This is an optimization exercise on Yosys and OpenROAD, whose aim is small area, a short achievable clock period and few clock cycles per item, not a production implementation.
In this exercise RTL edits were held to simulation tests only and were not proved equivalent to the original.
Power and IR drop assume default switching activity.

==> flow/design.v, too long to show whole: its modules and the start of the top module <==
// module ro_window: 414 lines
// module ro_mac_tree: 1548 lines
// module ro_booth16: 58 lines
// module ro_sq_tree: 707 lines
// module ro_fa: 4 lines
// module ro_ha: 4 lines
// module ro_hai: 4 lines
// module ro_add46: 216 lines
// module ro_add50: 238 lines
// module ro_cmp54: 203 lines
module ro_window (
    input  wire        clk,
    input  wire        rst,
    input  wire        rs_we,
    input  wire [3:0]  rs_idx,
    input  wire [23:0] rs_ci,
    input  wire [23:0] rs_cq,
    input  wire [23:0] rs_rad,
    input  wire        ns_we,
    input  wire [3:0]  ns_val,
    input  wire        win_valid,
    output wire        win_ready,
    input  wire [9:0]  win_int_len,
    input  wire [8:0]  win_len,
    input  wire [1:0]  win_spf,
    input  wire [5:0]  win_rshift,
    input  wire        win_strict,
    input  wire        win_verd,
    input  wire        frm_valid,
    output wire        frm_ready,
    input  wire [17:0] frm_di,
    input  wire [17:0] frm_dq,
    input  wire        frm_inv,
    output wire [7:0]  w_addr,
    input  wire [31:0] w_data,
    output reg         res_valid,
    output wire [23:0] res_ri,
    output wire [23:0] res_rq,
    output wire [10:0] res_inv_n,
    output reg  [3:0]  res_verdict
);
  // ...
==> flow/flow/run.sh <==
#!/bin/bash
# Layout flow: the standard ORFS layout (standard.sh) at the design's clock period and
# SDC, with the standard synthesis unchanged. Differences from the standard flow:
#  - a larger SETUP_SLACK_MARGIN, so that ORFS's repair_timing keeps sizing and buffering
#    the critical paths past the point where they just meet the 17.5 ns clock;
#  - the port buffers that ORFS inserts on every input and output are buf_4 cells.
set -euo pipefail
cd "$(dirname "$0")/.."
bash standard.sh synth > synth.log 2>&1
bash standard.sh SETUP_SLACK_MARGIN=13.0 "BUFFER_PORTS_ARGS=-buffer_cell sky130_fd_sc_hd__buf_4" finish > layout.log 2>&1
test -s out/final.def
==> flow/standard.sh <==
#!/bin/bash
# synth_recipe.tcl (not shown) runs the flow's synth.tcl, then flattens the netlist and writes it again
# the make line also repeats each setting of config.mk as NAME=value (left out here)
make -C /OpenROAD-flow-scripts/flow DESIGN_CONFIG=/design/flow/config.mk WORK_HOME=/design/flow/orfs CLKGATE_MAP_FILE= SYNTH_SCRIPT=/design/flow/synth_recipe.tcl "${@:-finish}"
==> flow/config.mk <==
export PLATFORM = sky130hd
export DESIGN_NAME = ro_window
export DESIGN_NICKNAME = ro_window
export VERILOG_FILES = /design/flow/design.v
export SDC_FILE = /design/flow/constraint.sdc
export NUM_CORES = 4
export LEC_CHECK = 0
export CAP_MARGIN = 20
export CORE_MARGIN = 2
export CORE_UTILIZATION = 65
export SLEW_MARGIN = 20
==> flow/constraint.sdc <==
create_clock -name core_clock -period 17.5 [get_ports {clk}]
set_input_delay 3.5000 -clock core_clock [delete_from_list [all_inputs] [get_ports {clk}]]
set_output_delay 3.5000 -clock core_clock [all_outputs]
set_load 0.01 [all_outputs]
==> flow_summary.ini, run 1 <==
[power]
power_frac_seq = 0.348
swShare = 0.380
p_seq_mw = 6.68
ir_drop_mv = 0.171
power_leakage_nw = 53.0
power.switching_mw = 7.29
p_per_area_nw_per_um2 = 157

[final_layout]
post-route-cell-area_um2 = 122000
diodes = 2
inv_count = 1349
fin_util = 0.729
clk_share = 0.0560
buffers = 510
n_fill_cell = 11833
multiInputGateArea_um2 = 59600

[grt]
grt_start_max_net_pins = 109

[clock_tree]
clock_path_buffers = 3
cts_tree = done
cts-root-buf = clkbuf_16
postCtsSetupBuffers = 43

[sta]
fmax_mhz = 204
clock_skew_ns = 0.0889
worstMarginPinSlew_ns = 1.20

[critical_path]
cp-startpoint = ori[9]
cp_top_family = flip-flops
crit_required_ns = 14.00

[routing]
first_pass_iters = 7
route.met3.wl_mm = 27.0
maxUsedRoutingLayer = met5
drt-vias-per-instance = 6.15

[worst_hold_path]
hold_path_end = k4[0]

[logic_synthesis]
synthAdderAreaFrac = 0.231
synth-compound-area-share = 0.118
avgSynthCellArea_um2 = 10.7

[floorplan]
design.die.area_um2 = 172000

[run_status]
outcome = finished clean
Testbench counts, summed over its fixed seeds: cycles 156,570, windows 2,875.
==> run 2, diff against run 1 <==
--- a/flow/flow/run.sh
+++ b/flow/flow/run.sh
@@ -9,3 +9,3 @@
 bash standard.sh synth > synth.log 2>&1
-bash standard.sh SETUP_SLACK_MARGIN=13.0 "BUFFER_PORTS_ARGS=-buffer_cell sky130_fd_sc_hd__buf_4" finish > layout.log 2>&1
+bash standard.sh SETUP_SLACK_MARGIN=12.75 "BUFFER_PORTS_ARGS=-buffer_cell sky130_fd_sc_hd__buf_4" finish > layout.log 2>&1
 test -s out/final.def
==> run 2 against run 1 <==
  * Fmax is 0.16% higher
  * Synthesized cell count stayed put
  * Non-clock buffer count is 82 lower
  * Sequential share of layout area is 0.42 points higher
  * Die area stayed put
  * Hold slack worse by 0.016 ns
  * Critical path depth stayed put
  * Largest power group unchanged
==> flow_summary.ini, run 2 <==
[run_status]
outcome = finished clean

[power]
power.switching_mw = 7.14
p_clk_frac = 0.232
p_comb_frac = 0.417
ir_drop_mv = 0.141
swShare = 0.376
power_frac_seq = 0.352
p_int_mw = 11.8
p_per_area_nw_per_um2 = 158
total_power_mw = 19.0
power_leakage_nw = 52.3

[final_layout]
reg_top3 = rci (288), rcq (288), rrad (288)
fin_cells = 12477
seq_area_um2 = 42600
drive_above_1_share = 0.109
post-route-cell-area_um2 = 120000
n_fill_cell = 12175
final_cell_mix = 1510 x dfxtp_1, 1287 x inv_1, 1055 x fa_1
syn2layout_area_growth_pct = 9.86
layout_commonest_cell = dfxtp_1
nets = 11680
multiInputGateArea_um2 = 59400
fin_util = 0.719

[sta]
fmax_mhz = 205
tns_ns = 0
setup_viol = 0
slew_viol_final = 0
holdWs_ns = 0.296
final.min_clock_period_ns = 4.88
slew-limit-headroom = 0.215
timing.final.crit_share = 0.279
fin_ws_ns = 12.62
rsz0062_at_grt = yes
hold_violations = 0
clock_skew_ns = 0.109
worstMarginPinSlew_ns = 1.18

[critical_path]
cp_max_fo = 1
crit_required_ns = 14.00
start_kind = flop
critPathMaxStageDelay_ns = 0.43
cp_num_buf_inv = 1
cp_cell_sequence = buf_6
worstSetupPathType = flop to output pin
cp_slowest_cell = dfxtp_4
worstPathArrival_ns = 1.38
endpoint_kind = output pin
cp_top_family = flip-flops

[clock_tree]
clk_pin_slew_ns = 0.06
cts_buffers = 194
postCtsHoldBufs = 0
clock_path_buffers = 3
cts-root-buf = clkbuf_16
clk_latency_ns = 0.89
h-tree-depth = 4
cts_tree = done
cts.sinks = 1953

[floorplan]
die_w_um = 415
design.die.area_um2 = 172000
core_area_um2 = 167000
placementRows = 150
die_height_um = 415
start_util = 0.655
io_pins = 258

[routing]
route.detailed.drc = 0
drt-vias-per-instance = 6.11
first_pass_iters = 7
wl_per_cell_um = 25.2
vias = 76210
wl_mm = 314
drt_iter0_markers = 7476
postRouteAntennaNets = 0

[job]
cap_violations = 0

[logic_synthesis]
syn_inst = 10252
ys.flop_type = dfxtp_1
synthTopCellsByArea = dfxtp_1 30%, fa_1 19%, edfxtp_1 8.7%, mux2i_1 8.2%, inv_1 4.5%
synth_edf_count = 319
yosysMostFrequentCell = dfxtp_1
syn_area_um2 = 110000
synth_top_area_frac = 0.298
yosys_warnings = 4
syn_nets = 11830
async_flop_share = 0
ys_top_cells_by_count = 1634 x dfxtp_1, 1306 x inv_1, 1055 x fa_1
ys_seq_area_frac = 0.386
avgSynthCellArea_um2 = 10.7
synth_cell_types = 81
synth-seq-cells = 1953
yosysTopAreaCell = dfxtp_1

[placement]
gp_congestion = 1.02
port_buffers = 257
place_area_um2 = 112000
post-dp-hpwl_mm = 225
post-place-ws_ns = 12.10
dp.cells = 12055

[grt]
grt_start_max_net_pins = 116
grt_overflow = 0
grt_pass1_vias = 77420
grt_pass1_wl_mm = 474
grt_usage = 0.362
antenna_found_initial = 4

[worst_hold_path]
min_path_type = flop to flop
[run 2: layout make-up]
cell class / instances / share of cell area
flip-flops and latches: 1953 / 0.354
multi-input cells: 6177 / 0.493
repair inverters: 7 / 0.000353
inverters: 1341 / 0.0428
well taps: 2204 / 0.0229
clock buffers: 263 / 0.0453
diodes: 2 / 0.0000416
clock inverters: 102 / 0.0117
repair buffers: 428 / 0.0302
[run 2: routing by layer]
metal	global-route usage	wire [µm]	part of all wire
met4	0.237	24000	0.076
met2	0.575	145000	0.46
met1	0.459	120000	0.38
met3	0.0645	24200	0.077
met5	0	15	0.000048
[run 2: logic make-up (layout without fill, tap and decap cells)]
kind of cell / count (synthesis) / after routing / synth area share
DFF: 1953 / 1953 / 0.386
adders and majority gates: 1394 / 1394 / 0.231
buffers and inverters: 2122 / 2141 / 0.0731
other: 0 / 2 / 0
and+or+nand+nor: 1535 / 1535 / 0.0688
xor gates and xnor gates: 460 / 460 / 0.0368
AOI/OAI and AO/OA: 1849 / 1849 / 0.118
muxes: 939 / 939 / 0.0863
[run 2: power by group through the flow]
stage / sequential [mW] / clock [mW] / combinational, mW
final: 6.67 / 4.40 / 7.91
after global routing: 6.77 / 4.63 / 9.17
after CTS: 6.66 / 4.45 / 7.95
after detailed placement: 6.74 / 0 / 7.90
after global placement: 6.71 / 0 / 7.52
after floorplan: 6.32 / 0 / 5.93
[run 2: repair_timing]
action	in CTS	in global routing
cloned	7	1
buffers inserted	40	7
gates resized for setup	242	72
setup endpoints to repair	214	134
[run 2: final timing paths]
path         startpoint   endpoint  slack, ns  cells past startpoint
min               k1[0]      k2[0]       0.30                      0
max              ori[2]  res_ri[2]      12.62                      1
max reg2reg     f2dq[9]     cQ[16]      12.77                     14
min reg2reg       k1[0]      k2[0]       0.30                      0
==> run 3, diff against run 2 <==
--- a/flow/flow/run.sh
+++ b/flow/flow/run.sh
@@ -9,3 +9,3 @@
 bash standard.sh synth > synth.log 2>&1
-bash standard.sh SETUP_SLACK_MARGIN=12.75 "BUFFER_PORTS_ARGS=-buffer_cell sky130_fd_sc_hd__buf_4" finish > layout.log 2>&1
+bash standard.sh SETUP_SLACK_MARGIN=12.5 "BUFFER_PORTS_ARGS=-buffer_cell sky130_fd_sc_hd__buf_4" finish > layout.log 2>&1
 test -s out/final.def
==> run 3 against run 2 <==
  * Critical endpoint is now res_rq[6]
  * Largest cell class unchanged
  * Hold slack improved by 0.022 ns
  * Combinational power is 0.8% higher
  * Final area is 0.72% lower
  * Clock-buffer cell count is 1 higher
  * Via count about the same
  * Synthesized area did not move
==> flow_summary.ini, run 3 <==
[final_layout]
n_fill_cell = 12245
syn2layout_area_growth_pct = 9.06
reg_top3 = rci (288), rcq (288), rrad (288)
layout_commonest_cell = dfxtp_1
final_cell_mix = 1567 x dfxtp_1, 1289 x inv_1, 1055 x fa_1
drive_above_1_share = 0.101
nets = 11671

[critical_path]
worstSetupPathType = flop to output pin
cp_slowest_cell = dfxtp_1
cp_cell_sequence = buf_4
cp_top_family = flip-flops
endpoint_kind = output pin
cp_num_buf_inv = 1
reg2reg_depth = 13
critPathMaxStageDelay_ns = 0.45
r2r-end = cI[16]
ff2ff_setup_slack_ns = 12.52
crit_required_ns = 14.00
reg2reg_from = wq_two[2]
start_kind = flop
worstPathArrival_ns = 1.49
cp_max_fo = 1

[power]
p_comb_frac = 0.420
total_power_mw = 19.0
swShare = 0.378
p_clk_frac = 0.227
power_leakage_nw = 52.1
power.switching_mw = 7.18
p_per_area_nw_per_um2 = 159
ir_drop_mv = 0.127
p_int_mw = 11.8
power_frac_seq = 0.353

[logic_synthesis]
synth_edf_count = 319
synthTopCellsByArea = dfxtp_1 30%, fa_1 19%, edfxtp_1 8.7%, mux2i_1 8.2%, inv_1 4.5%
synth_top_area_frac = 0.298
synth_cell_types = 81
yosys_warnings = 4
async_flop_share = 0
synth-seq-cells = 1953
ys_seq_area_frac = 0.386
yosysTopAreaCell = dfxtp_1
syn_nets = 11830
avgSynthCellArea_um2 = 10.7
ys.flop_type = dfxtp_1
yosysMostFrequentCell = dfxtp_1
syn_area_um2 = 110000
syn_inst = 10252
ys_top_cells_by_count = 1634 x dfxtp_1, 1306 x inv_1, 1055 x fa_1

[placement]
port_buffers = 257
gp_congestion = 1.02
post-dp-hpwl_mm = 225

[clock_tree]
cts-root-buf = clkbuf_16
h-tree-depth = 4
clock_path_buffers = 3
clk_pin_slew_ns = 0.07
cts_buffers = 193
cts_tree = done
clk_latency_ns = 0.87
cts.sinks = 1953
postCtsHoldBufs = 0

[sta]
holdWs_ns = 0.318
clock_skew_ns = 0.0869
rsz0062_at_grt = yes
setup_viol = 0
hold_violations = 0
fmax_mhz = 201
slew-limit-headroom = 0.235
final.min_clock_period_ns = 4.99
slew_viol_final = 0
tns_ns = 0
worstMarginPinSlew_ns = 1.15
timing.final.crit_share = 0.285

[grt]
grt_pass1_vias = 76799
antenna_found_initial = 2
grt_overflow = 0
grt_pass1_wl_mm = 472
grt_usage = 0.361
grt_start_max_net_pins = 110

[floorplan]
io_pins = 258
die_w_um = 415
start_util = 0.655
die_height_um = 415
core_area_um2 = 167000
design.die.area_um2 = 172000
placementRows = 150

[worst_hold_path]
min_path_type = flop to flop
hold_path_end = f2dq[17]
worstHoldPathCells = 0
worstHoldStart = f1dq[17]

[routing]
route.detailed.drc = 0
postRouteAntennaNets = 0
first_pass_iters = 9
vias = 76134
wl_per_cell_um = 25.1
drt_iter0_markers = 8567
wl_mm = 313
drt-vias-per-instance = 6.11

[run_status]
outcome = finished clean

[job]
cap_violations = 0
[run 3: layout make-up]
cell class | count | area (µm²) | area share
Antenna cell | 5 | 12.5 | 0.000105
Clock buffer | 264 | 5530 | 0.0463
Clock inverter | 92 | 1150 | 0.00961
Inverter | 1341 | 5120 | 0.0428
Multi-Input combinational cell | 6177 | 59300 | 0.496
Sequential cell | 1953 | 42400 | 0.355
Tap cell | 2204 | 2760 | 0.0231
Timing Repair Buffer | 421 | 3180 | 0.0266
Timing Repair inverter | 6 | 40.0 | 0.000335
[run 3: kinds of logic (layout without fill, tap and decap cells)]
group | count (synthesis) | in the layout | synth area share
compound gates | 1849 | 1849 | 0.118
simple gates | 1535 | 1535 | 0.0688
other cells | 0 | 5 | 0
flops | 1953 | 1953 | 0.386
xor+xnor | 460 | 460 | 0.0368
fa+ha+maj | 1394 | 1394 | 0.231
mux | 939 | 939 | 0.0863
buf+inv | 2122 | 2124 | 0.0731
[run 3: routing by layer]
metal	track usage	part of all wire	wire (µm)
met5	0.000556	0	0
met4	0.221	0.073	23000
met3	0.0629	0.074	23000
met2	0.585	0.47	147000
met1	0.454	0.38	120000
[run 3: power groups by stage]
stage	registers [mW]	logic (mW)	clock network, mW
after detailed placement	6.76	7.95	0
final	6.69	7.97	4.31
after CTS	6.68	8.01	4.36
after global placement	6.73	7.52	0
after floorplan	6.32	5.93	0
after global routing	6.79	9.20	4.54
[run 3: worst max path at each step]
stage | start | end | slack [ns] | cells past startpoint
floorplan | frm_inv | inv1[9] | 12.53 | 9
CTS | wq_one[1] | cI[16] | 12.41 | 13
global route | wq_two[2] | cI[16] | 12.45 | 13
detailed placement | frm_valid | t1[7] | 12.20 | 7
global placement | f2dq[1] | cQ[16] | 12.23 | 14
finish | orq[6] | res_rq[6] | 12.51 | 1
[run 3: timing repair]
item | CTS | global route
setup endpoints to repair | 72 | 40
setup buffers | 2 | 37
gates cloned | 0 | 6
gates resized for setup | 46 | 39
[run 3: stage by stage]
step	cells	area, µm²	utilization	setup WS, ns
CTS	12415	119000	0.711	12.41
global route	12458	120000	0.714	12.45
floorplan	10252	110000	-	12.53
detailed placement	12057	112000	0.671	12.20
finish	12463	120000	0.714	12.51
global placement	12057	112000	0.671	12.23

-- afterwards: timing with drivers on the ports --
Ports are ideal in the flow. The routed layouts listed here were re-timed in OpenROAD. Step 1: set_driving_cell puts a clkbuf_16 on clk and a buf_2 on each other input, an assumption about the parent block. Step 2 also shifts input and output timing later by t, the mid clock arrival at the registers, as if the neighbouring blocks saw the same clock. a / b / c = ideal / step 1 / step 2; a / b = the first two.
run | t (ns) | setup slack, ns | worst setup path after step 2 | latest minus earliest clock arrival (ns) | worst slew at a driven data input, ns
run 1 | 0.924 | 12.609 / 12.515 / 12.262 | input to register | 0.101 / 0.101 | 0.15
run 2 | 0.927 | 12.617 / 12.524 / 12.282 | input to register | 0.110 / 0.109 | 0.07
run 3 | 0.921 | 12.514 / 12.419 / 12.158 | input to register | 0.088 / 0.088 | 0.08
After both steps setup and hold are still met in every run listed. For run 3, which loses most, drivers alone change the setup slack by -0.095 ns; drivers and shift together by -0.356 ns.
